What follows belongs to an exercise in optimizing a design on an open flow for small area, a short achievable clock period and few clock cycles; a production flow would make more cautious choices.
Function was checked by simulation only, so behaviour that the tests miss may differ from the original.

--- design/flow/design.v ---
module dgs_sha256 (
    input  wire         clk,
    input  wire         rst,         
    input  wire         start,
    input  wire         load_state,
    input  wire         partial,
    input  wire [255:0] state_in,    
    input  wire [63:0]  count_in,    
    output wire         idle,
    input  wire         in_valid,
    output wire         in_ready,
    input  wire [31:0]  in_data,     
    input  wire         in_last,
    input  wire [2:0]   in_nbytes,   
    output reg          done,
    output wire         err,
    output wire [255:0] digest,
    output wire [63:0]  count_out
);
    localparam [255:0] IV = {32'h6a09e667, 32'hbb67ae85, 32'h3c6ef372, 32'ha54ff53a,
                             32'h510e527f, 32'h9b05688c, 32'h1f83d9ab, 32'h5be0cd19};
    function [31:0] rotr(input [31:0] x, input integer n);
        rotr = (x >> n) | (x << (32 - n));
    endfunction
    function [31:0] bk_add(input [31:0] x, input [31:0] y);
        reg [31:0] p, g, p0;
        integer i, j;
        begin
            p = x ^ y;
            g = x & y;
            p0 = p;
            for (i = 1; i <= 5; i = i + 1)
                for (j = 2**i - 1; j < 32; j = j + 2**i) begin
                    g[j] = g[j] | (p[j] & g[j - 2**(i-1)]);
                    p[j] = p[j] & p[j - 2**(i-1)];
                end
            for (i = 5; i > 0; i = i - 1)
                for (j = 2**i + 2**(i-1) - 1; j < 32; j = j + 2**i) begin
                    g[j] = g[j] | (p[j] & g[j - 2**(i-1)]);
                    p[j] = p[j] & p[j - 2**(i-1)];
                end
            bk_add = p0 ^ {g[30:0], 1'b0};
        end
    endfunction
    reg         busy;
    reg [31:0]  a, b, c, d, e, f, g, h;    
    reg [255:0] hv;              
    reg [511:0] wv;              
    reg [5:0]   na;              
    reg         pb;              
    reg [5:0]   nb_i;
    reg         pc;              
    reg         fold;            
    reg         r61, r62;        
    reg         r0;              
    reg [31:0]  hkw;
    reg [63:0]  tot;             
    reg         part_r;          
    reg         err_r;           
    reg         ended;           
    reg         placed80;        
    reg         lenblk;          
    reg         fin;             
    assign idle     = !busy;
    assign in_ready = busy && !ended && !fin && (na[5:4] == 2'd0);
    assign err       = err_r;
    assign digest    = {a, b, c, d, e, f, g, h};
    assign count_out = tot;
    wire [2:0] nbytes = in_last ? in_nbytes : 3'd4;
    reg [31:0] byte_mask, pad_byte;
    always @(*) begin
        case (nbytes)
            3'd0:    begin byte_mask = 32'h00000000; pad_byte = 32'h80000000; end
            3'd1:    begin byte_mask = 32'hff000000; pad_byte = 32'h00800000; end
            3'd2:    begin byte_mask = 32'hffff0000; pad_byte = 32'h00008000; end
            3'd3:    begin byte_mask = 32'hffffff00; pad_byte = 32'h00000080; end
            default: begin byte_mask = 32'hffffffff; pad_byte = 32'h00000000; end
        endcase
    end
    wire [31:0] data_word = (in_data & byte_mask) | pad_byte;
    wire [63:0] bit_len = {tot[60:0], 3'b000};
    wire [31:0] pad_word = !placed80                 ? 32'h80000000 :
                           (lenblk && na == 6'd14)   ? bit_len[63:32] :
                           (lenblk && na == 6'd15)   ? bit_len[31:0]  : 32'd0;
    wire [31:0] wm2  = wv[63:32];      
    wire [31:0] wm7  = wv[223:192];    
    wire [31:0] wm15 = wv[479:448];    
    wire [31:0] wm16 = wv[511:480];    
    wire [31:0] ss0 = rotr(wm15, 7)  ^ rotr(wm15, 18) ^ (wm15 >> 3);
    wire [31:0] ss1 = rotr(wm2, 17)  ^ rotr(wm2, 19)  ^ (wm2 >> 10);
    wire [31:0] w_sched = ss1 + wm7 + ss0 + wm16;
    wire take = in_valid && in_ready;
    wire sched = (na[5:4] != 2'd0);
    wire pad_go = busy && ended && !fin && !sched;
    wire p_full  = (in_nbytes == 3'd4) && (na == 6'd15);    
    wire p_empty = (in_nbytes == 3'd0) && (na == 6'd0);     
    wire p_end   = take && part_r && in_last;
    wire a_go = !err_r && (sched || pad_go || (take && !(p_end && !p_full)));
    wire [31:0] a_word = sched ? w_sched : ended ? pad_word : data_word;
    reg [31:0] k_n;
    always @(*) begin
        case (nb_i)
            6'd0:  k_n = 32'h428a2f98;  6'd1:  k_n = 32'h71374491;
            6'd2:  k_n = 32'hb5c0fbcf;  6'd3:  k_n = 32'he9b5dba5;
            6'd4:  k_n = 32'h3956c25b;  6'd5:  k_n = 32'h59f111f1;
            6'd6:  k_n = 32'h923f82a4;  6'd7:  k_n = 32'hab1c5ed5;
            6'd8:  k_n = 32'hd807aa98;  6'd9:  k_n = 32'h12835b01;
            6'd10: k_n = 32'h243185be;  6'd11: k_n = 32'h550c7dc3;
            6'd12: k_n = 32'h72be5d74;  6'd13: k_n = 32'h80deb1fe;
            6'd14: k_n = 32'h9bdc06a7;  6'd15: k_n = 32'hc19bf174;
            6'd16: k_n = 32'he49b69c1;  6'd17: k_n = 32'hefbe4786;
            6'd18: k_n = 32'h0fc19dc6;  6'd19: k_n = 32'h240ca1cc;
            6'd20: k_n = 32'h2de92c6f;  6'd21: k_n = 32'h4a7484aa;
            6'd22: k_n = 32'h5cb0a9dc;  6'd23: k_n = 32'h76f988da;
            6'd24: k_n = 32'h983e5152;  6'd25: k_n = 32'ha831c66d;
            6'd26: k_n = 32'hb00327c8;  6'd27: k_n = 32'hbf597fc7;
            6'd28: k_n = 32'hc6e00bf3;  6'd29: k_n = 32'hd5a79147;
            6'd30: k_n = 32'h06ca6351;  6'd31: k_n = 32'h14292967;
            6'd32: k_n = 32'h27b70a85;  6'd33: k_n = 32'h2e1b2138;
            6'd34: k_n = 32'h4d2c6dfc;  6'd35: k_n = 32'h53380d13;
            6'd36: k_n = 32'h650a7354;  6'd37: k_n = 32'h766a0abb;
            6'd38: k_n = 32'h81c2c92e;  6'd39: k_n = 32'h92722c85;
            6'd40: k_n = 32'ha2bfe8a1;  6'd41: k_n = 32'ha81a664b;
            6'd42: k_n = 32'hc24b8b70;  6'd43: k_n = 32'hc76c51a3;
            6'd44: k_n = 32'hd192e819;  6'd45: k_n = 32'hd6990624;
            6'd46: k_n = 32'hf40e3585;  6'd47: k_n = 32'h106aa070;
            6'd48: k_n = 32'h19a4c116;  6'd49: k_n = 32'h1e376c08;
            6'd50: k_n = 32'h2748774c;  6'd51: k_n = 32'h34b0bcb5;
            6'd52: k_n = 32'h391c0cb3;  6'd53: k_n = 32'h4ed8aa4a;
            6'd54: k_n = 32'h5b9cca4f;  6'd55: k_n = 32'h682e6ff3;
            6'd56: k_n = 32'h748f82ee;  6'd57: k_n = 32'h78a5636f;
            6'd58: k_n = 32'h84c87814;  6'd59: k_n = 32'h8cc70208;
            6'd60: k_n = 32'h90befffa;  6'd61: k_n = 32'ha4506ceb;
            6'd62: k_n = 32'hbef9a3f7;  default: k_n = 32'hc67178f2;
        endcase
    end
    wire [31:0] m0 = fold ? hv[255:224] : 32'd0;
    wire [31:0] m4 = fold ? hv[127:96]  : 32'd0;
    wire [31:0] fa_h = r61 ? hv[159:128] : r62 ? hv[191:160] : hv[223:192];    
    wire [31:0] fe_h = r61 ? hv[31:0]    : r62 ? hv[63:32]   : hv[95:64];      
    wire [31:0] fa_s = bk_add(a, fa_h);
    wire [31:0] fe_s = bk_add(e, fe_h);
    wire [31:0] h_src = fold ? hv[31:0] : pc ? g : h;
    wire [31:0] hkw_n = h_src + k_n + wv[31:0];
    wire [31:0] big_s1 = rotr(e, 6) ^ rotr(e, 11) ^ rotr(e, 25);
    wire [31:0] big_s0 = rotr(a, 2) ^ rotr(a, 13) ^ rotr(a, 22);
    wire [31:0] ch     = (e & f) ^ (~e & g);
    wire [31:0] maj    = (a & b) ^ (a & c) ^ (b & c);
    wire [31:0] a1s = hkw ^ big_s1 ^ ch;
    wire [31:0] a1c = {((hkw & big_s1) | (hkw & ch) | (big_s1 & ch)), 1'b0} ;
    wire [31:0] a2s = big_s0 ^ maj ^ m0;
    wire [31:0] a2c = {((big_s0 & maj) | (big_s0 & m0) | (maj & m0)), 1'b0};
    wire [31:0] a3s = a1s ^ a1c ^ a2s;
    wire [31:0] a3c = {((a1s & a1c) | (a1s & a2s) | (a1c & a2s)), 1'b0};
    wire [31:0] a4s = a3s ^ a3c ^ a2c;
    wire [31:0] a4c = {((a3s & a3c) | (a3s & a2c) | (a3c & a2c)), 1'b0};
    wire [31:0] a_n = a4s + a4c;
    wire [31:0] e1s = hkw ^ d ^ m4;
    wire [31:0] e1c = {((hkw & d) | (hkw & m4) | (d & m4)), 1'b0};
    wire [31:0] e2s = e1s ^ e1c ^ big_s1;
    wire [31:0] e2c = {((e1s & e1c) | (e1s & big_s1) | (e1c & big_s1)), 1'b0};
    wire [31:0] e3s = e2s ^ e2c ^ ch;
    wire [31:0] e3c = {((e2s & e2c) | (e2s & ch) | (e2c & ch)), 1'b0};
    wire [31:0] e_n = e3s + e3c;
    wire [3:0]  lo_n = {1'b0, tot[2:0]} + {1'b0, nbytes};
    reg  [60:0] pre;             
    reg  [60:0] inc_m;
    integer     ii, ll;
    always @(*) begin
        pre = tot[63:3];
        for (ll = 0; ll < 6; ll = ll + 1)
            for (ii = 0; ii < 61; ii = ii + 1)
                if (ii[ll])
                    pre[ii] = pre[ii] & pre[((ii >> ll) << ll) - 1];
        inc_m = {pre[59:0] & {60{lo_n[3]}}, lo_n[3]};
    end
    wire [63:0] tot_n = {tot[63:3] ^ inc_m, lo_n[2:0]};
    wire err0  = load_state && (count_in[5:0] != 6'd0);
    wire perr  = p_end && !p_full && !p_empty && !err_r;    
    wire ld    = busy ? perr : start;
    wire         use_in = !busy && !err0 && load_state;
    wire         use_iv = !busy && !err0 && !load_state;
    wire [255:0] init_v = ({256{use_in}} & state_in) | ({256{use_iv}} & IV);
    wire [63:0]  init_t = {64{use_in}} & count_in;
    always @(posedge clk) begin
        if (ld) begin
            {a, b, c, d, e, f, g, h} <= init_v;
            tot <= init_t;
        end else begin
            if (pc) begin
                a <= a_n;
                b <= fold ? fa_s : a;
                c <= fold ? hv[191:160] : b;
                d <= fold ? hv[159:128] : c;
                e <= e_n;
                f <= fold ? fe_s : e;
                g <= fold ? hv[63:32] : f;
                h <= fold ? hv[31:0] : g;
            end
            if (take && !err_r)
                tot <= tot_n;
        end
        if (pc && r0)
            hv <= {a, b, c, d, e, f, g, h};
        if (r61) begin
            hv[159:128] <= fa_s;
            hv[31:0]    <= fe_s;
        end
        if (r62) begin
            hv[191:160] <= fa_s;
            hv[63:32]   <= fe_s;
        end
        if (a_go)
            wv <= {wv[479:0], a_word};
        hkw  <= hkw_n;
        nb_i <= na;
        r0   <= pb && (nb_i == 6'd0);
    end
    always @(posedge clk) begin
        if (rst) begin
            busy <= 1'b0;
            done <= 1'b0;
            pb   <= 1'b0;
            pc   <= 1'b0;
            fold <= 1'b0;
            r61  <= 1'b0;
            r62  <= 1'b0;
        end else begin
            done <= 1'b0;
            if (!busy) begin
                if (start) begin
                    err_r    <= err0;
                    part_r   <= partial;
                    ended    <= 1'b0;
                    placed80 <= 1'b0;
                    lenblk   <= 1'b0;
                    fin      <= 1'b0;
                    na       <= 6'd0;
                    pb       <= 1'b0;
                    pc       <= 1'b0;
                    fold     <= 1'b0;
                    r61      <= 1'b0;
                    r62      <= 1'b0;
                    busy     <= 1'b1;
                end
            end else begin
                if (a_go)
                    na <= na + 6'd1;
                if (take && in_last) begin
                    ended <= 1'b1;
                    if (part_r) begin
                        if (p_full)
                            fin <= 1'b1;
                    end else if (nbytes != 3'd4) begin
                        placed80 <= 1'b1;
                        if (na[3:0] <= 4'd13 || na[3:0] == 4'd15)
                            lenblk <= 1'b1;    
                    end
                end
                if (pad_go) begin
                    placed80 <= 1'b1;
                    if (!placed80 && na[3:0] <= 4'd13)
                        lenblk <= 1'b1;
                    if (na[3:0] == 4'd15) begin
                        if (lenblk)
                            fin <= 1'b1;
                        else
                            lenblk <= 1'b1;    
                    end
                end
                pb   <= a_go;
                pc   <= pb;
                fold <= pb && (nb_i == 6'd63);
                r61  <= pb && (nb_i == 6'd61);
                r62  <= pb && (nb_i == 6'd62);
                if (take && in_last && (err_r || perr)) begin
                    err_r <= 1'b1;
                    done  <= 1'b1;
                    busy  <= 1'b0;
                    pb    <= 1'b0;
                    pc    <= 1'b0;
                    fold  <= 1'b0;
                    r61   <= 1'b0;
                    r62   <= 1'b0;
                end else if (p_end && p_empty && !(pb || pc)) begin
                    done <= 1'b1;
                    busy <= 1'b0;
                end else if (p_end && p_empty) begin
                    fin <= 1'b1;
                end else if (fin && fold) begin
                    done <= 1'b1;
                    busy <= 1'b0;
                end
            end
        end
    end
endmodule
--- design/flow/flow/run.sh ---
#!/bin/bash
# The standard layout, with the port buffers made of the smallest buffer cell
# and timing repair aiming 6 ns below the clock period.
set -euo pipefail
export BUFFER_PORTS_ARGS="-buffer_cell sky130_fd_sc_hd__buf_1"
export SETUP_SLACK_MARGIN=6
bash standard.sh > standard.log 2>&1
--- design/flow/standard.sh ---
#!/bin/bash
# synth_recipe.tcl (not shown) runs the flow's synth.tcl, then flattens the netlist and writes it again
# the make line also repeats each setting of config.mk as NAME=value (left out here)
make -C /OpenROAD-flow-scripts/flow DESIGN_CONFIG=/design/flow/config.mk WORK_HOME=/design/flow/orfs CLKGATE_MAP_FILE= SYNTH_SCRIPT=/design/flow/synth_recipe.tcl "${@:-finish}"
--- design/flow/config.mk ---
export PLATFORM = sky130hd
export DESIGN_NAME = dgs_sha256
export DESIGN_NICKNAME = dgs_sha256
export VERILOG_FILES = /design/flow/design.v
export SDC_FILE = /design/flow/constraint.sdc
export NUM_CORES = 4
export LEC_CHECK = 0
export CAP_MARGIN = 20
export CORE_MARGIN = 2
export CORE_UTILIZATION = 40
export SLEW_MARGIN = 20
--- design/flow/constraint.sdc ---
create_clock -name core_clock -period 10.0 [get_ports {clk}]
set_input_delay 2.0000 -clock core_clock [delete_from_list [all_inputs] [get_ports {clk}]]
set_output_delay 2.0000 -clock core_clock [all_outputs]
set_load 0.01 [all_outputs]
==> results.toml, run 1 <==
[timing]
hold_viol = 0
fin_skew_ns = 0.04311
finalSetupViolations = 0
hold_slack_ns = 0.4041
fin_ws_ns = 5.011
fmax_mhz = 200.4
finalMaxSlewViolations = 0
rsz0062_at_grt = "true"
fin_crit_ns = 4.989
fin_crit_sh_pct = 49.89
slew-limit-headroom_pct = 19.46
tightestPinTransition_ns = 1.208

[final_layout]
largest_register_ffs = 512
largest_register = "wv"
final_area_um2 = 86130
final_util_pct = 50.15
final_common_cell = "edfxtp_1"
drive_gt1_share_pct = 18.29
syn_to_final_growth_pct = 24.56
layout_common_cells = "edfxtp_1, buf_1, inv_1"
nNetsFinal = 7829
top_regs = "wv: 512 flops, hv: 256 flops, tot: 64 flops"

[global_route]
grt_pass1_vias = 52060
grt_max_degree = 197
grt_overflow = 0
grtUsageTotal_pct = 31.16
antenna_found_initial = 31
grt_pass1_wl_mm = 389.0

[floorplan]
io_pins = 686
start_util_pct = 40.26
rows = 152
die_x_um = 419.8
die_y_um = 419.8
die_area_um2 = 176200
coreArea_um2 = 171700

[clocking]
h-tree-depth = 4
ctsHoldBuffers = 0
clk_latency_ns = 0.80
cts_tree = "done"
clk_path_buf_depth = 3
cts.clk_slew.worst_paths_ns = 0.06
numCtsBuffers = 139
cts_root_buf = "clkbuf_16"
cts_sinks = 1178

[worst_setup_path]
cp_top_family = "adder cells"
worstPathArrival_ns = 5.51
critical-path-max-stage-delay_ns = 0.53
critPathCaptureType = "register"
required_ns = 10.52
r2r-end = "a[24]"
rr_startpoint = "e[27]"
worst-path-buf-inv = 5
worst_r2r_path_depth = 21
crit_path_start = "e[27]"
startpoint_type = "register"
r2r_slack_ns = 5.01
path_class = "reg -> reg"
cpMaxStageDelayCell = "fa_1"
path_cells = "buf_4 -> xnor2_2 -> xnor2_2 -> buf_4 -> fa_1 -> inv_2 -> fa_1 -> inv_1 -> fa_2 -> ha_4 -> fa_2 -> nand3_2 -> a31o_4 -> a21oi_4 -> nor3_4 -> buf_6 -> o21a_1 -> o21bai_1 -> a21oi_1 -> xor2_1 -> o21ai_1"
crit_fanout = 4

[min_path]
hold_path_class = "reg -> reg"
min_from = "wv[182]"
holdPathStages = 0
holdPathEnd = "wv[214]"

[drt]
antenna_left = 0
vias = 54320
first_iter_violations = 6504
dr.pass1.iters = 6
wire_per_inst_um = 30.05
vias_per_cell = 5.798
remaining_drc_errors = 0
drt-total-wl_mm = 281.6

[logic_synthesis]
synthCells = 5963
ys_types = 90
ys_seq_area_share_pct = 50.03
synthArstFlopShare_pct = 0
synth_ff_type = "edfxtp_1"
synth.cell_area_um2 = 69140
ys_seq_elements = 1178
syn-num-nets = 6869
synth_edf_count = 1100
ys_warn_count = 1
avgSynthCellArea_um2 = 11.60

[run]
maxCapViolations = 0

[place]
port_buffers = 685
place_ws_ns = 3.902
postPlaceCellArea_um2 = 74200
hpwl_mm = 199.6
place_congestion = 0.9681

[run_status]
outcome = "finished clean"
[final cells by class]
class                      instances  area, um^2
antenna                           22       55.05
fill                           15310       85610
sequential                      1178       34610
tap                             2310        2890
multi-input combinational       3896       34320
timing repair buffer            1174        7572
clock buffer                     174        3755
inverter                         534        2017
clock inverter                    81       905.9
[stage by stage]
stage	std cells	TNS, ns
2_1_floorplan	5963	-284.85
3_3_place_gp	8672	0
3_5_place_dp	8672	0
4_1_cts	9242	0
5_1_grt	9361	0
6_report	9369	0
[layer usage]
layer	wire length [um]	GRT usage, %
met5	83	0
met4	20790	19.39
met3	22480	5.722
met2	127700	47.64
met1	110500	41.00
[synth_stat cells, types with 14 or more instances]
cell | number | area share (%)
nand4_1 | 25 | 0.23
buf_1 | 51 | 0.28
inv_1 | 531 | 2.9
or3_1 | 16 | 0.14
a31oi_1 | 47 | 0.43
a22oi_1 | 26 | 0.28
clkbuf_1 | 256 | 1.4
nor2_1 | 244 | 1.3
dfxtp_1 | 78 | 2.3
nand2_1 | 364 | 2.0
nand2b_1 | 41 | 0.37
fa_1 | 339 | 9.8
o21bai_1 | 26 | 0.28
o31ai_1 | 17 | 0.18
a21oi_1 | 369 | 2.7
o211ai_1 | 26 | 0.28
and3_1 | 24 | 0.22
xnor2_1 | 312 | 4.0
edfxtp_1 | 1100 | 48
buf_4 | 15 | 0.16
and2_1 | 45 | 0.41
a211oi_1 | 171 | 1.9
or2_2 | 14 | 0.13
mux2_2 | 73 | 1.2
nor2b_1 | 20 | 0.18
nor3_1 | 41 | 0.30
xor2_1 | 151 | 1.9
nand3_1 | 256 | 1.9
a21o_1 | 109 | 1.2
o21ai_0 | 423 | 3.1
ha_1 | 205 | 3.7
buf_2 | 33 | 0.24
o21a_1 | 30 | 0.33
mux2i_1 | 283 | 4.1
[how the worst max path moves through the flow]
stage                 end  cells past startpoint
floorplan           na[0]                      6
global placement    e[24]                     17
detailed placement  e[24]                     17
CTS                 a[24]                     20
global route        a[31]                     17
finish              a[24]                     21
[kinds of logic after synthesis]
group / Yosys count / share of synthesized area (%)
buffers and inverters: 892 / 5.016
DFF: 1178 / 50.03
xor gates and xnor gates: 463 / 5.865
muxes: 359 / 5.384
and+or+nand+nor: 1139 / 7.781
AOI/OAI and AO/OA: 1385 / 12.35
adders and majority gates: 547 / 13.57
[worst register-to-register path, delay by kind of cell, from the launching register on]
kind | cells | cell delay, ns
adder cells (fa/ha/maj) | 5 | 2.06
flip-flops | 1 | 0.37
AND/OR/NAND/NOR | 2 | 0.39
buffers and inverters | 5 | 0.62
XOR/XNOR | 3 | 0.53
AO/OA/AOI/OAI | 6 | 0.75
[repair_timing]
action | 4_1_cts | 5_1_grt
resized for setup | 495 | 256
hold endpoints to repair | 0 | 0
buffers inserted | 296 | 100
pin swaps | 212 | 158
setup endpoints to repair | 703 | 389
gates cloned | 19 | 4
Testbench counts, summed over its fixed seeds: cycles 31,040.
==> inputs of run 2 (changes only) <==
==> design/flow/flow/run.sh (replaced) <==
#!/bin/bash
# The standard layout, with the port buffers made of the smallest buffer cell
# and a clock tree of smaller buffers without dummy loads.
set -euo pipefail
export BUFFER_PORTS_ARGS="-buffer_cell sky130_fd_sc_hd__buf_1"
export CTS_ARGS="-sink_clustering_enable -repair_clock_nets -dont_use_dummy_load -buf_list sky130_fd_sc_hd__clkbuf_4"
bash standard.sh > standard.log 2>&1
--- a/design/flow/config.mk
+++ b/design/flow/config.mk
@@ -10,2 +10,3 @@
 export CORE_UTILIZATION = 40
+export SETUP_SLACK_MARGIN = 4.5
 export SLEW_MARGIN = 20
==> results.toml, run 2 <==
[run_status]
outcome = "finished clean"

[final_layout]
top_regs = "wv: 512 flops, hv: 256 flops, tot: 64 flops"
final_area_um2 = 77860
drive_gt1_share_pct = 10.37
syn_to_final_growth_pct = 12.61
instances_no_fill = 9166
largest_register_ffs = 512
largest_register = "wv"
layout_common_cells = "edfxtp_1, buf_1, inv_1"
final_common_cell = "edfxtp_1"
nNetsFinal = 7738

[place]
hpwl_mm = 195.5
place_congestion = 1.022
postPlaceCellArea_um2 = 73930
dp.cells = 8681
place_ws_ns = 3.794
port_buffers = 685

[clocking]
clk_latency_ns = 1.41
cts_tree = "done"
cts_sinks = 1178
clk_path_buf_depth = 4
cts_root_buf = "clkbuf_4"
cts.clk_slew.worst_paths_ns = 0.06
numCtsBuffers = 340
h-tree-depth = 5
ctsHoldBuffers = 0

[logic_synthesis]
synthArstFlopShare_pct = 0
netlist_top_cells_area = "edfxtp_1, fa_1, mux2i_1, xnor2_1, ha_1"
syn-num-nets = 6869
synth_ff_type = "edfxtp_1"
synth.cell_area_um2 = 69140
ys_seq_area_share_pct = 50.03
synth.most_common_cell = "edfxtp_1"
synthCells = 5963
avgSynthCellArea_um2 = 11.60
yosysTopAreaCellShare_pct = 47.77
synth_largest_area_cell = "edfxtp_1"
synth_edf_count = 1100
ys_types = 90
ys_seq_elements = 1178
netlist_top_cells_count = "edfxtp_1, inv_1, o21ai_0, a21oi_1, nand2_1"
ys_warn_count = 1

[timing]
slew-limit-headroom_pct = 20.54
fin_skew_ns = 0.1916
fin_crit_ns = 5.337
finalSetupViolations = 0
hold_viol = 0
finalMaxSlewViolations = 0
rsz0062_at_grt = "false"
fin_ws_ns = 4.663
fin_crit_sh_pct = 53.37
tightestPinTransition_ns = 1.179
fmax_mhz = 187.4

[global_route]
grt_pass1_vias = 51060
antenna_found_initial = 31
grt_pass1_wl_mm = 367.8
grt_max_degree = 190
grt_overflow = 0
grtUsageTotal_pct = 29.13

[worst_setup_path]
path_class = "reg -> reg"
critPathCaptureType = "register"
crit_fanout = 6
required_ns = 11.06
worstPathArrival_ns = 6.39
startpoint_type = "register"

[floorplan]
die_y_um = 419.8
rows = 152
coreArea_um2 = 171700
die_area_um2 = 176200
start_util_pct = 40.26
die_x_um = 419.8
io_pins = 686

[drt]
first_iter_violations = 5522
drt-total-wl_mm = 262.6
route.met2.wl_mm = 119.3
wl_met1_mm = 105.7
met3_length_mm = 20.50
wire_per_inst_um = 28.65
dr.pass1.iters = 8
vias = 52610
remaining_drc_errors = 0
vias_per_cell = 5.740
route.top_layer_used = "met5"
antenna_left = 0

[min_path]
hold_path_class = "reg -> reg"

[run]
maxCapViolations = 0
==> run 2: cell counts after synthesis <==
No cell type changed its count.
==> run 2: cell type report <==
| type | count | area (um^2) |
|---|---|---|
| Fill cell | 16260 | 93880 |
| Multi-Input combinational cell | 3893 | 31370 |
| Sequential cell | 1178 | 34610 |
| Tap cell | 2310 | 2890 |
| Clock buffer | 340 | 2552 |
| Inverter | 534 | 2004 |
| Antenna cell | 26 | 65.06 |
| Timing Repair Buffer | 885 | 4370 |
==> run 2: worst max-delay path, stage by stage, from the launching register on <==
cell      delay (ns)
edfxtp_1        0.59
buf_4           0.24
mux2i_2         0.45
inv_1           0.14
fa_1            0.72
inv_1           0.10
fa_1            0.51
inv_1           0.06
fa_1            0.45
ha_1            0.43
and3_1          0.26
nand4_1         0.12
o21ai_1         0.26
nor4_1          0.10
o41ai_1         0.44
xnor2_1         0.17
a21oi_1         0.08
==> run 2: final timing paths <==
check | start | endpoint | depth (start not counted) | slack [ns]
min | wv[447] | wv[479] | 0 | 0.31
max | e[20] | a[30] | 16 | 4.66
min reg2reg | wv[447] | wv[479] | 0 | 0.31
max reg2reg | e[20] | a[30] | 16 | 4.66
==> run 2: kinds of logic (layout without fill, tap and decap cells) <==
family	count (synthesis)	count (layout)	synth area share (%)
compound gates	1385	1385	12.35
flops	1178	1178	50.03
simple gates	1139	1139	7.781
buf+inv	892	1759	5.016
fa+ha+maj	547	547	13.57
xor+xnor	463	463	5.865
mux	359	359	5.384
other cells	0	26	0
==> run 2: per-layer routing <==
| metal | vias up | GRT usage, % |
|---|---|---|
| li1 | 23050 | - |
| met1 | 26270 | 38.45 |
| met2 | 2684 | 44.90 |
| met3 | 603 | 5.438 |
| met4 | 2 | 16.88 |
| met5 | - | 0 |
==> run 2: stage by stage <==
stage                     utilization [%]  hold slack [ns]  setup TNS [ns]
after CTS                           44.82           0.2834               0
after global routing                45.33           0.3117               0
after floorplan                         -           0.3427         -284.85
after global placement              43.04           0.4002               0
after detailed placement            43.05           0.4045               0
final                               45.34           0.3097               0
==> run 2: timing repair <==
action,in CTS,in global routing
gates resized for setup,19,50
buffers inserted,37,80
pin swaps,0,0
endpoints found under the setup margin,84,47
gates cloned,2,0
==> inputs of run 3 (changes only) <==
--- a/design/flow/config.mk
+++ b/design/flow/config.mk
@@ -9,4 +9,4 @@
 export CORE_MARGIN = 2
-export CORE_UTILIZATION = 40
-export SETUP_SLACK_MARGIN = 4.5
+export CORE_UTILIZATION = 30
+export SETUP_SLACK_MARGIN = 5
 export SLEW_MARGIN = 20
==> results.toml, run 3 <==
[logic_synthesis]
ys_seq_area_share_pct = 50.03
netlist_top_cells_area = "edfxtp_1, fa_1, mux2i_1, xnor2_1, ha_1"
synth.most_common_cell = "edfxtp_1"
synth_largest_area_cell = "edfxtp_1"
ys_types = 90
synth.area.mux_share_pct = 5.384
yosysTopAreaCellShare_pct = 47.77
avgSynthCellArea_um2 = 11.60
synth_xor_area_share_pct = 5.865
netlist_top_cells_count = "edfxtp_1, inv_1, o21ai_0, a21oi_1, nand2_1"
synth-compound-area-share_pct = 12.35
syn-num-nets = 6869
synth_top_family_by_area = "adder cells"
ys_warn_count = 1
ys_seq_elements = 1178
synth.cell_area_um2 = 69140
synth_ff_type = "edfxtp_1"
synthCells = 5963
synth-simple-area-share_pct = 7.781
synthAdderAreaFrac_pct = 13.57
synth_edf_count = 1100
synthArstFlopShare_pct = 0

[timing]
setup_tns_ns = 0
rsz0062_at_grt = "true"
fin_skew_ns = 0.2304
fmax_mhz = 195.2
hold_slack_ns = 0.2968
slew-limit-headroom_pct = 17.26
tightestPinTransition_ns = 1.234
fin_crit_ns = 5.123
hold_viol = 0
fin_crit_sh_pct = 51.23
finalSetupViolations = 0
finalMaxSlewViolations = 0

[worst_setup_path]
cpMaxStageDelayCell = "fa_1"
crit_fanout = 5
critPathCaptureType = "register"
path_class = "reg -> reg"
path_cells = "xor2_2 -> xnor2_2 -> fa_1 -> fa_1 -> inv_1 -> fa_1 -> ha_4 -> nand2_2 -> o2111ai_4 -> nor4bb_4 -> o31a_1 -> o21ai_4 -> o211ai_1 -> a31oi_1 -> xnor2_1 -> o21ai_0"
critical-path-max-stage-delay_ns = 0.56
required_ns = 10.89
crit_path_start = "a[7]"
path_common_cell = "fa_1"
rr_startpoint = "a[7]"
worstPathArrival_ns = 6.02
startpoint_type = "register"

[floorplan]
rows = 176
die_area_um2 = 234300
die_x_um = 484.1
die_y_um = 484.1
start_util_pct = 30.10
io_pins = 686
coreArea_um2 = 229700

[global_route]
top_usage_layer = "met2"
grt_use_met2_pct = 34.98
grt_util_met1_pct = 32.11
grt_pass1_wl_mm = 396.2
grt_max_degree = 217
grt_pass1_vias = 52140
grt_overflow = 0
use_met3_pct = 4.931
grtUsageTotal_pct = 23.68
antenna_found_initial = 24

[final_layout]
fillCellCount = 23000
largest_register_ffs = 512
instances_no_fill = 10000
top_regs = "wv: 512 flops, hv: 256 flops, tot: 64 flops"
layout_common_cells = "edfxtp_1, buf_1, inv_1"
final_util_pct = 35.40
largest_register = "wv"
final_area_um2 = 81310
seq_area_um2 = 34610
drive_gt1_share_pct = 14.47
syn_to_final_growth_pct = 17.60
nNetsFinal = 7868
multi_input_area_um2 = 32590
final_common_cell = "edfxtp_1"

[drt]
antenna_left = 0
first_iter_violations = 6325
vias_per_cell = 5.370
wire_per_inst_um = 28.87
drt-total-wl_mm = 288.7
remaining_drc_errors = 0
vias = 53710
dr.pass1.iters = 7

[clocking]
cts_root_buf = "clkbuf_4"
cts_tree = "done"
cts.clk_slew.worst_paths_ns = 0.06
numCtsBuffers = 345
h-tree-depth = 5
cts_sinks = 1178
clk_path_buf_depth = 4
ctsHoldBuffers = 0
clk_latency_ns = 1.37

[place]
postPlaceCellArea_um2 = 74870
hpwl_mm = 214.3
port_buffers = 685
dp.cells = 9403
place_congestion = 0.9412

[run_status]
outcome = "finished clean"

[min_path]
min_from = "wv[278]"
hold_path_class = "reg -> reg"

[run]
maxCapViolations = 0
==> run 3: timing repair <==
item,4_1_cts,5_1_grt
cloned,3,5
resized for setup,163,167
endpoints found under the hold margin,0,0
setup buffers,146,82
pin swaps,34,80
endpoints found under the setup margin,134,85
==> run 3: through the flow <==
step	worst slack, ns
after floorplan	-0.6649
after global placement	3.982
after detailed placement	3.914
after CTS	4.969
after global routing	4.767
final	4.877
==> run 3: worst max-delay path: cells and delay by family, from the launching register on <==
| kind | cells | cell delay [ns] |
|---|---|---|
| fa+ha+maj | 4 | 1.89 |
| compound gates | 6 | 1.00 |
| xor+xnor | 3 | 0.74 |
| flops | 1 | 0.54 |
| simple gates | 2 | 0.45 |
| buf+inv | 1 | 0.06 |
==> run 3: cell families after synthesis <==
group | count (synthesis)
XOR/XNOR | 463
flip-flops | 1178
AO/OA/AOI/OAI | 1385
buffers and inverters | 892
AND/OR/NAND/NOR | 1139
adder cells (fa/ha/maj) | 547
multiplexers | 359
==> run 3: final timing paths <==
check / cells after the start / slack, ns / to
setup / recovery: 16 / 4.88 / a[31]
hold / removal: 0 / 0.30 / wv[310]
setup reg to reg: 16 / 4.88 / a[31]
hold reg to reg: 0 / 0.30 / wv[310]
==> run 3: layout make-up <==
type	instances	area share, %
sequential	1178	42.56
multi-input combinational	3893	40.08
timing repair buffer	1010	7.000
tap	3026	4.656
clock buffer	345	3.185
inverter	534	2.465
antenna	16	0.04924
==> run 3: routing by layer <==
| metal | wire [um] | part of all wire, % |
|---|---|---|
| met1 | 120000 | 42 |
| met2 | 125000 | 43 |
| met3 | 25370 | 8.8 |
| met4 | 18350 | 6.4 |
| met5 | 70 | 0.024 |
==> inputs of run 4 (changes only) <==
--- a/design/flow/config.mk
+++ b/design/flow/config.mk
@@ -9,3 +9,4 @@
 export CORE_MARGIN = 2
-export CORE_UTILIZATION = 30
+export CORE_UTILIZATION = 40
+export PLACE_DENSITY = 0.75
 export SETUP_SLACK_MARGIN = 5
==> results.toml, run 4 <==
[drt]
vias_per_cell = 5.957
vias = 55100
wire_per_inst_um = 29.34
drt-total-wl_mm = 271.4
remaining_drc_errors = 0
dr.pass1.iters = 6
antenna_left = 0
first_iter_violations = 7776

[clocking]
clk_latency_ns = 1.38
h-tree-depth = 5
cts.clk_slew.worst_paths_ns = 0.06
cts_root_buf = "clkbuf_4"
clk_path_buf_depth = 4
cts_tree = "done"
cts_sinks = 1178
numCtsBuffers = 335

[global_route]
grt_pass1_vias = 52940
grt_max_degree = 214
antenna_found_initial = 32
grtUsageTotal_pct = 29.68
grt_pass1_wl_mm = 374.8
grt_overflow = 0

[logic_synthesis]
syn-num-nets = 6869
synthArstFlopShare_pct = 0
ys_types = 90
ys_seq_area_share_pct = 50.03
ys_seq_elements = 1178
synth_edf_count = 1100
synth.cell_area_um2 = 69140
netlist_top_cells_area = "edfxtp_1, fa_1, mux2i_1, xnor2_1, ha_1"
netlist_top_cells_count = "edfxtp_1, inv_1, o21ai_0, a21oi_1, nand2_1"
avgSynthCellArea_um2 = 11.60
ys_warn_count = 1
synth.most_common_cell = "edfxtp_1"
yosysTopAreaCellShare_pct = 47.77
synth_largest_area_cell = "edfxtp_1"
synthCells = 5963
synth_ff_type = "edfxtp_1"

[floorplan]
die_y_um = 419.8
rows = 152
io_pins = 686
coreArea_um2 = 171700
die_x_um = 419.8
die_area_um2 = 176200
start_util_pct = 40.26

[final_layout]
top_regs = "wv: 512 flops, hv: 256 flops, tot: 64 flops"
fillCellCount = 15530
instances_no_fill = 9250
layout_common_cells = "edfxtp_1, buf_1, inv_1"
final_area_um2 = 80040
largest_register_ffs = 512
largest_register = "wv"
final_common_cell = "edfxtp_1"
syn_to_final_growth_pct = 15.76
nNetsFinal = 7825
drive_gt1_share_pct = 13.82

[timing]
slew-limit-headroom_pct = 18.74
finalSetupViolations = 0
fin_skew_ns = 0.2124
fin_crit_sh_pct = 50.96
tightestPinTransition_ns = 1.206
finalMaxSlewViolations = 0
fmax_mhz = 196.2
hold_slack_ns = 0.2694
fin_crit_ns = 5.096
rsz0062_at_grt = "true"
hold_viol = 0

[worst_setup_path]
critPathCaptureType = "register"
startpoint_type = "register"
path_common_cell = "fa_1"
worst_r2r_path_depth = 20
cp_top_family = "adder cells"
worst-path-buf-inv = 4
worstPathArrival_ns = 6.04
crit_fanout = 2
path_class = "reg -> reg"
cpMaxStageDelayCell = "fa_1"
path_cells = "buf_6 -> xnor2_4 -> xnor2_2 -> buf_4 -> fa_1 -> inv_1 -> fa_1 -> inv_1 -> fa_1 -> ha_4 -> fa_2 -> nand3_4 -> a31o_4 -> a21oi_4 -> nor3_4 -> o21ai_2 -> nor4_4 -> or3_1 -> xor2_1 -> o21ai_0"
critical-path-max-stage-delay_ns = 0.52
required_ns = 10.94
cp.depth = 20

[run]
maxCapViolations = 0

[min_path]
hold_path_class = "reg -> reg"
holdPathStages = 0

[run_status]
outcome = "finished clean"

[place]
dp.cells = 8678
hpwl_mm = 194.3
place_congestion = 1.026
port_buffers = 685
postPlaceCellArea_um2 = 73920
## run 4: cell counts after synthesis
No cell type changed its count.
## run 4: stage by stage
stage | TNS, ns | utilization [%] | setup WS, ns
final | 0 | 46.61 | 4.904
after global routing | 0 | 46.59 | 4.775
after CTS | 0 | 45.61 | 4.899
after detailed placement | 0 | 43.04 | 4.073
after global placement | 0 | 43.04 | 4.143
after floorplan | -284.85 | - | -0.6649
## run 4: cell families (layout without fill, tap and decap cells)
kind of cell | after synthesis | in the layout | share of synthesized area, %
xor gates and xnor gates | 463 | 463 | 5.865
AOI/OAI and AO/OA | 1385 | 1385 | 12.35
other | 0 | 23 | 0
and+or+nand+nor | 1139 | 1142 | 7.781
DFF | 1178 | 1178 | 50.03
muxes | 359 | 359 | 5.384
adders and majority gates | 547 | 547 | 13.57
buffers and inverters | 892 | 1843 | 5.016
## run 4: worst paths after layout
path,to,slack (ns),start
max,a[28],4.90,e[27]
min,wv[349],0.27,wv[317]
max reg2reg,a[28],4.90,e[27]
min reg2reg,wv[349],0.27,wv[317]
## run 4: final cells by class
type | instances | area (um^2) | share of cell area (%)
sequential | 1178 | 34610 | 43.24
multi-input combinational | 3896 | 32640 | 40.78
timing repair buffer | 974 | 5315 | 6.641
tap | 2310 | 2890 | 3.611
clock buffer | 335 | 2515 | 3.142
inverter | 534 | 2013 | 2.515
antenna | 23 | 57.56 | 0.07191
## run 4: layer usage
layer | up-vias | share of wire [%] | GRT usage [%]
met2 | 3913 | 44 | 44.83
met3 | 930 | 11 | 8.200
li1 | 23190 | - | -
met5 | - | 0.070 | 0
met4 | 28 | 8.9 | 21.94
met1 | 27040 | 35 | 36.34
## run 4: timing repair
action                                  CTS  global route
pin swaps                                47            70
endpoints found under the setup margin  380           114
hold buffers                              0             0
gates cloned                              6             5
setup buffers                           123            79
gates resized for setup                 146           172
==> inputs of run 5 (changes only) <==
--- a/design/flow/config.mk
+++ b/design/flow/config.mk
@@ -10,3 +10,2 @@
 export CORE_UTILIZATION = 40
-export PLACE_DENSITY = 0.75
 export SETUP_SLACK_MARGIN = 5
==> results.toml, run 5 <==
[final_layout]
instances_no_fill = 9280
fillCellCount = 15920
top_regs = "wv: 512 flops, hv: 256 flops, tot: 64 flops"
layout_common_cells = "edfxtp_1, buf_1, inv_1"
syn_to_final_growth_pct = 16.20
seq_area_um2 = 34610
nNetsFinal = 7854
largest_register_ffs = 512
drive_gt1_share_pct = 13.85
final_common_cell = "edfxtp_1"
largest_register = "wv"
multi_input_area_um2 = 32510

[worst_setup_path]
worst_r2r_path_depth = 18
path_class = "reg -> reg"
startpoint_type = "register"
critPathCaptureType = "register"
rr_startpoint = "fold"
crit_fanout = 7
r2r_slack_ns = 4.92
worstPathArrival_ns = 6.06
required_ns = 10.98
r2r-end = "e[27]"

[timing]
fin_crit_ns = 5.080
rsz0062_at_grt = "true"
slew-limit-headroom_pct = 26.68
tightestPinTransition_ns = 1.093
fin_skew_ns = 0.1631
finalSetupViolations = 0
fmax_mhz = 196.8
fin_crit_sh_pct = 50.80
hold_viol = 0
hold_slack_ns = 0.3476
finalMaxSlewViolations = 0

[min_path]
holdPathEnd = "wv[381]"
min_from = "wv[349]"
holdPathStages = 0
hold_path_class = "reg -> reg"

[global_route]
grt_pass1_vias = 52570
grtUsageTotal_pct = 30.88
antenna_found_initial = 35
grt_overflow = 0
grt_max_degree = 194
grt_pass1_wl_mm = 384.9

[floorplan]
die_area_um2 = 176200
die_y_um = 419.8
coreArea_um2 = 171700
start_util_pct = 40.26
rows = 152
die_x_um = 419.8
io_pins = 686

[clocking]
cts_root_buf = "clkbuf_4"
clk_path_buf_depth = 4
numCtsBuffers = 347
clk_latency_ns = 1.37
cts_tree = "done"
cts.clk_slew.worst_paths_ns = 0.06
cts_sinks = 1178
ctsHoldBuffers = 0
h-tree-depth = 5

[logic_synthesis]
synth_ff_type = "edfxtp_1"
syn-num-nets = 6869
ys_warn_count = 1
yosysTopAreaCellShare_pct = 47.77
ys_seq_area_share_pct = 50.03
ys_types = 90
netlist_top_cells_area = "edfxtp_1, fa_1, mux2i_1, xnor2_1, ha_1"
synth_largest_area_cell = "edfxtp_1"
netlist_top_cells_count = "edfxtp_1, inv_1, o21ai_0, a21oi_1, nand2_1"
synthCells = 5963
synthArstFlopShare_pct = 0
synth.most_common_cell = "edfxtp_1"
synth_edf_count = 1100
synth.cell_area_um2 = 69140
avgSynthCellArea_um2 = 11.60
ys_seq_elements = 1178

[drt]
vias = 53700
route.met2.wl_mm = 125.4
wire_per_inst_um = 30.08
route.top_layer_used = "met5"
drt-total-wl_mm = 279.1
vias_per_cell = 5.787
antenna_left = 0
wl_met1_mm = 109.5
remaining_drc_errors = 0
first_iter_violations = 5764
met3_length_mm = 22.52
dr.pass1.iters = 6

[place]
hpwl_mm = 202.7
port_buffers = 685
dp.cells = 8677
place_congestion = 0.9902

[run_status]
outcome = "finished clean"

[run]
maxCapViolations = 0
run 5: cell count changes in the layout (fill, tap and decap cells not counted), sizes merged:
cell and change:
inv +2, and2 -2, buf +16, bufbuf +7, clkinvlp -2, diode +1, clkbuf +8
run 5: layout make-up:
| type | instances | area share (%) |
|---|---|---|
| flip-flops and latches | 1178 | 43.07 |
| multi-input cells | 3894 | 40.46 |
| repair buffers | 993 | 7.061 |
| well taps | 2310 | 3.597 |
| clock buffers | 347 | 3.242 |
| inverters | 534 | 2.495 |
| diodes | 24 | 0.07475 |
run 5: cells by family after synthesis:
| kind of cell | after synthesis | share of synthesized area, % |
|---|---|---|
| AOI/OAI and AO/OA | 1385 | 12.35 |
| DFF | 1178 | 50.03 |
| and+or+nand+nor | 1139 | 7.781 |
| buffers and inverters | 892 | 5.016 |
| adders and majority gates | 547 | 13.57 |
| xor gates and xnor gates | 463 | 5.865 |
| muxes | 359 | 5.384 |
run 5: stage by stage:
| step | TNS [ns] | cell area [um^2] | utilization, % | setup WS (ns) |
|---|---|---|---|---|
| finish | 0 | 80350 | 46.78 | 4.920 |
| global placement | 0 | 73950 | 43.06 | 3.935 |
| CTS | 0 | 78690 | 45.82 | 4.908 |
| floorplan | -284.85 | 69250 | - | -0.6649 |
| global route | 0 | 80340 | 46.78 | 4.828 |
| detailed placement | 0 | 73980 | 43.08 | 3.839 |
run 5: routing by layer:
layer	vias up	global-route usage [%]
met1	26890	40.08
met4	10	20.77
met2	2810	46.93
met3	689	5.935
li1	23300	-
met5	-	0
run 5: how the worst max path moves through the flow:
stage / to / from / slack (ns)
2_1_floorplan: na[0] / in_nbytes[1] / -0.66
3_3_place_gp: e[31] / fold / 3.93
3_5_place_dp: e[31] / fold / 3.84
4_1_cts: e[27] / fold / 4.91
5_1_grt: e[27] / fold / 4.83
6_report: e[27] / fold / 4.92
run 5: repair_timing:
| item | 4_1_cts | 5_1_grt |
|---|---|---|
| resized for setup | 112 | 161 |
| cloned | 11 | 4 |
| endpoints found under the hold margin | 0 | 0 |
| pin swaps | 34 | 82 |
| endpoints found under the setup margin | 113 | 165 |
| setup buffers | 134 | 83 |
run 5: worst max-delay path: stages, from the launching register on:
cell      delay [ns]
dfxtp_4         0.38
buf_12          0.15
buf_16          0.15
and2_4          0.14
fa_1            0.48
inv_1           0.05
fa_1            0.45
fa_1            0.51
inv_2           0.05
ha_4            0.21
nor2b_4         0.12
o31a_1          0.27
o31a_1          0.29
a221o_2         0.47
a311oi_4        0.47
nor2_1          0.08
a21oi_1         0.19
xor2_1          0.16
o21ai_1         0.07
==> inputs of run 6 (changes only) <==
--- a/design/flow/config.mk
+++ b/design/flow/config.mk
@@ -9,3 +9,3 @@
 export CORE_MARGIN = 2
-export CORE_UTILIZATION = 40
+export CORE_UTILIZATION = 60
 export SETUP_SLACK_MARGIN = 5
==> results.toml, run 6 <==
[run_status]
outcome = "finished clean"

[timing]
hold_viol = 0
setup_tns_ns = 0
hold_slack_ns = 0.2760
finalMaxSlewViolations = 0
finalSetupViolations = 0
fmax_mhz = 192.2
tightestPinTransition_ns = 1.196
fin_crit_ns = 5.204
rsz0062_at_grt = "true"
fin_crit_sh_pct = 52.04
slew-limit-headroom_pct = 20.25
fin_skew_ns = 0.1651

[clocking]
cts_tree = "done"
clk_latency_ns = 1.38
numCtsBuffers = 325
h-tree-depth = 5
ctsHoldBuffers = 0
cts.clk_slew.worst_paths_ns = 0.08
cts_root_buf = "clkbuf_4"
cts_sinks = 1178
clk_path_buf_depth = 4

[global_route]
grt_max_degree = 187
grt_overflow = 0
antenna_found_initial = 17
grtUsageTotal_pct = 42.36
grt_pass1_wl_mm = 355.9
grt_pass1_vias = 51570

[worst_setup_path]
crit_fanout = 6
path_class = "reg -> reg"
path_cells = "buf_4 -> o21ai_0 -> fa_1 -> fa_1 -> inv_1 -> fa_1 -> ha_1 -> a21o_1 -> a21oi_1 -> nor2b_1 -> o21ai_0 -> o211ai_1 -> a31oi_1 -> xnor2_1 -> o21ai_0"
critical-path-max-stage-delay_ns = 0.59
cpMaxStageDelayCell = "o21ai_0"
worstPathArrival_ns = 6.21
required_ns = 11.01
critPathCaptureType = "register"
startpoint_type = "register"

[place]
port_buffers = 685
place_congestion = 0.9930
dp.cells = 7872
hpwl_mm = 181.8

[floorplan]
rows = 124
coreArea_um2 = 114300
die_y_um = 343.5
io_pins = 686
die_x_um = 343.5
die_area_um2 = 118000
start_util_pct = 60.47

[logic_synthesis]
netlist_top_cells_area = "edfxtp_1, fa_1, mux2i_1, xnor2_1, ha_1"
syn-num-nets = 6869
synth_largest_area_cell = "edfxtp_1"
avgSynthCellArea_um2 = 11.60
yosysTopAreaCellShare_pct = 47.77
ys_seq_elements = 1178
ys_types = 90
synthCells = 5963
synth.cell_area_um2 = 69140
synth_edf_count = 1100
synth_ff_type = "edfxtp_1"
synth.most_common_cell = "edfxtp_1"
ys_seq_area_share_pct = 50.03
ys_warn_count = 1
synthArstFlopShare_pct = 0
netlist_top_cells_count = "edfxtp_1, inv_1, o21ai_0, a21oi_1, nand2_1"

[final_layout]
final_util_pct = 68.73
layout_common_cells = "edfxtp_1, buf_1, inv_1"
final_common_cell = "edfxtp_1"
top_regs = "wv: 512 flops, hv: 256 flops, tot: 64 flops"
largest_register_ffs = 512
instances_no_fill = 8425
largest_register = "wv"
drive_gt1_share_pct = 13.03
syn_to_final_growth_pct = 13.66
nNetsFinal = 7807

[min_path]
hold_path_class = "reg -> reg"

[drt]
vias_per_cell = 6.477
antenna_left = 0
remaining_drc_errors = 0
vias = 54570
drt-total-wl_mm = 255.0
first_iter_violations = 7389
dr.pass1.iters = 6
wire_per_inst_um = 30.27

[run]
maxCapViolations = 0
==> run 6: cell counts after synthesis <==
Identical to the previous run, type by type.
==> run 6: stage by stage <==
step / cell area (um^2) / worst slack [ns]
2_1_floorplan: 69250 / -0.6649
6_report: 78590 / 4.796
3_3_place_gp: 72930 / 4.057
5_1_grt: 78570 / 4.644
3_5_place_dp: 72930 / 3.990
4_1_cts: 77120 / 4.982
==> run 6: area by class of cell <==
type,instances,area (um^2)
fillers,8572,35750
flip-flops and latches,1178,34610
multi-input cells,3893,32250
repair buffers,969,5358
clock buffers,325,2440
inverters,534,2004
well taps,1512,1892
diodes,14,35.03
==> run 6: what timing repair did <==
item / CTS / global route
cloned: 4 / 3
setup buffers: 128 / 79
gates resized for setup: 102 / 143
endpoints found under the setup margin: 139 / 225
pin swaps: 28 / 74
==> run 6: logic make-up after synthesis <==
logic type | synth area share, %
simple gates | 7.781
mux | 5.384
fa+ha+maj | 13.57
compound gates | 12.35
flops | 50.03
buf+inv | 5.016
xor+xnor | 5.865
==> run 6: critical path: cells and delay by family (launching register included) <==
family	cells	cell delay, ns
flip-flops	1	0.58
AND/OR/NAND/NOR	1	0.09
buffers and inverters	2	0.28
XOR/XNOR	1	0.15
adder cells (fa/ha/maj)	4	1.89
AO/OA/AOI/OAI	7	1.88
==> run 6: per-layer routing <==
layer	share of wire (%)	GRT usage (%)	vias to the layer above
met1	38	59.42	26540
met4	5.5	19.95	4
met3	14	12.25	742
met2	43	61.06	4124
li1	-	-	23160
met5	0.0086	0	-
==> run 6: path summary, 6_finish.rpt <==
path              startpoint  endpoint  slack, ns  depth (start not counted)
hold reg to reg      wv[299]   wv[331]       0.28                          0
hold / removal       wv[299]   wv[331]       0.28                          0
setup / recovery       a[23]     a[31]       4.80                         15
setup reg to reg       a[23]     a[31]       4.80                         15
==> inputs of run 7 (changes only) <==
--- a/design/flow/config.mk
+++ b/design/flow/config.mk
@@ -9,3 +9,3 @@
 export CORE_MARGIN = 2
-export CORE_UTILIZATION = 60
+export CORE_UTILIZATION = 50
 export SETUP_SLACK_MARGIN = 5
==> results.toml, run 7 <==
[worst_setup_path]
worst_r2r_path_depth = 16
crit_fanout = 5
rr_startpoint = "e[21]"
required_ns = 10.97
r2r-end = "a[29]"
r2r_slack_ns = 5.01
worstPathArrival_ns = 5.96
path_class = "reg -> reg"
startpoint_type = "register"
critPathCaptureType = "register"

[place]
hpwl_mm = 189.8
postPlaceCellArea_um2 = 73310
place_congestion = 0.9754
port_buffers = 685

[final_layout]
largest_register_ffs = 512
top_regs = "wv: 512 flops, hv: 256 flops, tot: 64 flops"
syn_to_final_growth_pct = 14.11
final_common_cell = "edfxtp_1"
final_area_um2 = 78900
largest_register = "wv"
nNetsFinal = 7817
drive_gt1_share_pct = 12.87
layout_common_cells = "edfxtp_1, buf_1, inv_1"

[clocking]
clk_latency_ns = 1.32
numCtsBuffers = 338
ctsHoldBuffers = 0
h-tree-depth = 5
cts_sinks = 1178
cts_root_buf = "clkbuf_4"
cts_tree = "done"
cts.clk_slew.worst_paths_ns = 0.06
clk_path_buf_depth = 4

[min_path]
hold_path_class = "reg -> reg"
holdPathEnd = "wv[220]"
holdPathStages = 0
min_from = "wv[188]"

[timing]
hold_viol = 0
rsz0062_at_grt = "true"
fin_skew_ns = 0.1479
slew-limit-headroom_pct = 14.58
tightestPinTransition_ns = 1.281
fin_crit_sh_pct = 49.85
fin_crit_ns = 4.985
fmax_mhz = 200.6
finalMaxSlewViolations = 0
finalSetupViolations = 0

[global_route]
grt_pass1_vias = 50750
grt_overflow = 0
antenna_found_initial = 24
grt_pass1_wl_mm = 365.0
grt_max_degree = 162
grtUsageTotal_pct = 36.20

[logic_synthesis]
ys_seq_elements = 1178
avgSynthCellArea_um2 = 11.60
syn-num-nets = 6869
synth_edf_count = 1100
synthCells = 5963
ys_types = 90
synth.cell_area_um2 = 69140
ys_seq_area_share_pct = 50.03
ys_warn_count = 1
yosysTopAreaCellShare_pct = 47.77
netlist_top_cells_area = "edfxtp_1, fa_1, mux2i_1, xnor2_1, ha_1"
synth.most_common_cell = "edfxtp_1"
netlist_top_cells_count = "edfxtp_1, inv_1, o21ai_0, a21oi_1, nand2_1"
synthArstFlopShare_pct = 0
synth_ff_type = "edfxtp_1"
synth_largest_area_cell = "edfxtp_1"

[drt]
first_iter_violations = 6938
met3_length_mm = 28.45
drt-total-wl_mm = 261.6
vias = 53420
dr.pass1.iters = 6
vias_per_cell = 6.128
antenna_left = 0
wire_per_inst_um = 30.01
route.top_layer_used = "met5"
remaining_drc_errors = 0
wl_met1_mm = 110.3
route.met2.wl_mm = 111.3

[floorplan]
coreArea_um2 = 137300
start_util_pct = 50.35
io_pins = 686
rows = 136
die_y_um = 375.9
die_x_um = 375.9
die_area_um2 = 141300

[run_status]
outcome = "finished clean"

[run]
maxCapViolations = 0
## run 7: cell counts after synthesis
No cell type changed its count.
## run 7: worst max path at each step
stage                             from  endpoint  slack [ns]  cells after the start
after global routing           wv[474]    wv[31]        4.87                     16
after CTS                         fold     a[29]        4.97                     16
after global placement             r62    hv[31]        3.99                     18
final                            e[21]     a[29]        5.01                     16
after detailed placement           r61   hv[191]        4.05                     16
after floorplan           in_nbytes[1]     na[0]       -0.66                      6
## run 7: final cells by class
cell class	count	area (um^2)
antenna	14	35.03
fill	12030	58420
sequential	1178	34610
inverter	534	2004
clock buffer	338	2537
tap	1794	2245
multi-input combinational	3893	32240
timing repair buffer	966	5234
## run 7: worst max-delay path: stages, from the launching register on
cell and delay, ns:
edfxtp_1 0.40, buf_4 0.18, mux2i_1 0.73, inv_1 0.14
fa_1 0.62, inv_1 0.08, fa_1 0.47, inv_1 0.05
fa_1 0.48, ha_1 0.40, o21ai_0 0.35, nand2b_1 0.15
o21ai_4 0.12, o211ai_1 0.12, a21oi_1 0.17, xor2_1 0.16
a21oi_1 0.08
## run 7: what timing repair did
item	4_1_cts	5_1_grt
endpoints found under the setup margin	116	94
hold endpoints to repair	0	0
pin swaps	14	56
cloned	7	1
gates resized for setup	100	132
buffers inserted	120	79
## run 7: cell families after synthesis
group,count (synthesis),share of synthesized area (%)
buffers and inverters,892,5.016
and+or+nand+nor,1139,7.781
muxes,359,5.384
xor gates and xnor gates,463,5.865
AOI/OAI and AO/OA,1385,12.35
adders and majority gates,547,13.57
DFF,1178,50.03
## run 7: through the flow
stage / worst slack (ns) / utilization [%] / setup TNS, ns / std cells / hold WS, ns
2_1_floorplan: -0.6649 / - / -284.85 / 5963 / 0.3427
3_3_place_gp: 3.988 / 53.39 / 0 / 8157 / 0.4004
3_5_place_dp: 4.054 / 53.39 / 0 / 8157 / 0.4045
4_1_cts: 4.968 / 56.40 / 0 / 8622 / 0.3707
5_1_grt: 4.875 / 57.45 / 0 / 8714 / 0.3734
6_report: 5.015 / 57.46 / 0 / 8717 / 0.3642
## run 7: metal layers
metal	GRT usage (%)	up-vias
li1	-	23180
met1	53.15	26400
met2	51.87	3235
met3	8.347	584
met4	14.49	16
met5	0	-
==> inputs of run 8 (changes only) <==
==> design/flow/flow/run.sh (replaced) <==
#!/bin/bash
# The standard layout, with the port buffers made of the smallest buffer cell
# and a clock tree of smaller buffers without dummy loads.
set -euo pipefail
export BUFFER_PORTS_ARGS="-buffer_cell sky130_fd_sc_hd__buf_1"
export CTS_ARGS="-sink_clustering_enable -repair_clock_nets -dont_use_dummy_load -buf_list sky130_fd_sc_hd__clkbuf_8 -sink_clustering_size 12 -sink_clustering_max_diameter 40"
bash standard.sh > standard.log 2>&1
--- a/design/flow/config.mk
+++ b/design/flow/config.mk
@@ -9,3 +9,3 @@
 export CORE_MARGIN = 2
-export CORE_UTILIZATION = 50
+export CORE_UTILIZATION = 40
 export SETUP_SLACK_MARGIN = 5
==> results.toml, run 8 <==
[logic_synthesis]
synth.cell_area_um2 = 69140
synth_largest_area_cell = "edfxtp_1"
synth_edf_count = 1100
avgSynthCellArea_um2 = 11.60
netlist_top_cells_area = "edfxtp_1, fa_1, mux2i_1, xnor2_1, ha_1"
synth_ff_type = "edfxtp_1"
synthArstFlopShare_pct = 0
syn-num-nets = 6869
synthCells = 5963
ys_types = 90
synth.most_common_cell = "edfxtp_1"
netlist_top_cells_count = "edfxtp_1, inv_1, o21ai_0, a21oi_1, nand2_1"
yosysTopAreaCellShare_pct = 47.77
ys_seq_area_share_pct = 50.03
ys_seq_elements = 1178
ys_warn_count = 1

[timing]
slew-limit-headroom_pct = 27.00
tightestPinTransition_ns = 1.095
finalMaxSlewViolations = 0
fin_ws_ns = 4.924
rsz0062_at_grt = "true"
fmax_mhz = 197.0
fin_crit_sh_pct = 50.76
fin_crit_ns = 5.076
hold_viol = 0
finalSetupViolations = 0
fin_skew_ns = 0.1498

[clocking]
h-tree-depth = 4
clk_latency_ns = 1.02
cts_root_buf = "clkbuf_8"
ctsHoldBuffers = 0
cts.clk_slew.worst_paths_ns = 0.07
clk_path_buf_depth = 3
cts_sinks = 1178
cts_tree = "done"
numCtsBuffers = 202

[global_route]
grt_max_degree = 194
antenna_found_initial = 35
grtUsageTotal_pct = 30.69
grt_pass1_wl_mm = 382.2
grt_overflow = 0
grt_pass1_vias = 51180

[drt]
antenna_left = 0
wire_per_inst_um = 30.36
first_iter_violations = 5983
vias = 52840
remaining_drc_errors = 0
dr.pass1.iters = 7
drt-total-wl_mm = 277.3
vias_per_cell = 5.785

[worst_setup_path]
startpoint_type = "register"
crit_path_start = "fold"
r2r-end = "e[27]"
worstPathArrival_ns = 5.67
critPathCaptureType = "register"
r2r_slack_ns = 4.92
required_ns = 10.59
rr_startpoint = "fold"
path_class = "reg -> reg"
crit_fanout = 8
worst_r2r_path_depth = 19

[floorplan]
die_y_um = 419.8
die_area_um2 = 176200
die_x_um = 419.8
coreArea_um2 = 171700
rows = 152
start_util_pct = 40.26
io_pins = 686

[place]
place_ws_ns = 3.839
place_congestion = 0.9902
hpwl_mm = 202.7
port_buffers = 685

[min_path]
hold_path_class = "reg -> reg"
min_from = "wv[261]"
holdPathEnd = "wv[293]"
holdPathStages = 0

[final_layout]
top_regs = "wv: 512 flops, hv: 256 flops, tot: 64 flops"
largest_register = "wv"
syn_to_final_growth_pct = 16.46
final_common_cell = "edfxtp_1"
drive_gt1_share_pct = 12.08
layout_common_cells = "edfxtp_1, buf_1, inv_1"
final_util_pct = 46.89
largest_register_ffs = 512
nNetsFinal = 7712

[run]
maxCapViolations = 0

[run_status]
outcome = "finished clean"
## run 8: layer usage
metal,GRT usage [%],share of wire (%)
met1,40.30,40
met2,47.07,45
met3,5.369,7.5
met4,19.39,7.2
met5,0.2223,0.036
## run 8: per-stage QoR
stage	cell area [um^2]	instances	setup TNS [ns]	hold WS [ns]
after floorplan	69250	5963	-284.85	0.3427
after global placement	73950	8676	0	0.4003
after detailed placement	73980	8677	0	0.4045
after CTS	78790	9024	0	0.2576
after global routing	80520	9132	0	0.2596
final	80520	9134	0	0.2701
## run 8: worst max-delay path by stage
stage	slack, ns	to
finish	4.92	e[27]
global route	4.85	e[27]
CTS	4.94	e[27]
detailed placement	3.84	e[31]
global placement	3.93	e[31]
floorplan	-0.66	na[0]
## run 8: repair_timing
action / in CTS / in global routing
cloned: 11 / 4
endpoints found under the setup margin: 171 / 546
resized for setup: 105 / 174
buffers inserted: 134 / 86
pin swaps: 33 / 92
## run 8: kinds of logic (layout without fill, tap and decap cells)
group,Yosys count,count (layout),share of synthesized area [%]
buffers and inverters,892,1732,5.016
DFF,1178,1178,50.03
muxes,359,359,5.384
adders and majority gates,547,547,13.57
and+or+nand+nor,1139,1140,7.781
AOI/OAI and AO/OA,1385,1385,12.35
xor gates and xnor gates,463,463,5.865
other,0,20,0
## run 8: layout make-up
cell class	count	area (um^2)
multi-input cells	3894	32470
well taps	2310	2890
flip-flops and latches	1178	34610
clock buffers	202	2780
repair buffers	996	5722
diodes	20	50.05
inverters	534	2004
fillers	15820	91210
## run 8: worst max-delay path: stages (launching register included)
cell,delay (ns)
dfxtp_4,0.40
buf_12,0.15
buf_16,0.14
buf_8,0.12
and2_4,0.13
fa_1,0.51
inv_2,0.04
fa_1,0.47
fa_1,0.53
inv_2,0.05
ha_4,0.21
o21a_1,0.10
o31a_1,0.12
o31a_1,0.29
a221o_2,0.48
a311oi_4,0.48
nor2_1,0.08
a21oi_1,0.19
xor2_1,0.16
o21ai_1,0.07

[separate check: timing with driven ports]
The flow's constraints put no driver on any port. The routed layouts listed below were extracted and timed again, unchanged, in two steps.
Step 1 (the two cells are an assumption about what drives the block):
set clk [get_ports {clk}]
set_driving_cell -lib_cell sky130_fd_sc_hd__clkbuf_16 $clk
set_driving_cell -lib_cell sky130_fd_sc_hd__buf_2 [delete_from_list [all_inputs] $clk]
Step 2 times the ports against the registers' clock, not the clock port: input delays grow and output delays shrink by t, the midpoint of the rising clock arrivals with the driver on.
Slacks: ideal ports / drivers / drivers and shift; pairs: ideal ports / drivers.
run | t (ns) | setup slack, ns | cell pins on the clock port's net
run 1 | 0.864 | 5.011 / 5.011 / 5.011 | 1
run 2 | 1.387 | 4.663 / 4.663 / 4.270 | 1
run 3 | 1.344 | 4.877 / 4.877 / 4.345 | 1
run 4 | 1.365 | 4.904 / 4.904 / 4.001 | 1
run 5 | 1.361 | 4.920 / 4.920 / 4.356 | 1
run 6 | 1.369 | 4.796 / 4.796 / 3.917 | 1
run 7 | 1.319 | 5.015 / 5.015 / 4.239 | 1
run 8 | 1.016 | 4.924 / 4.924 / 4.331 | 1
After both steps setup and hold are still met in every run listed. For run 4, which loses most, drivers alone change the setup slack by 0.000 ns; drivers and shift together by -0.903 ns.
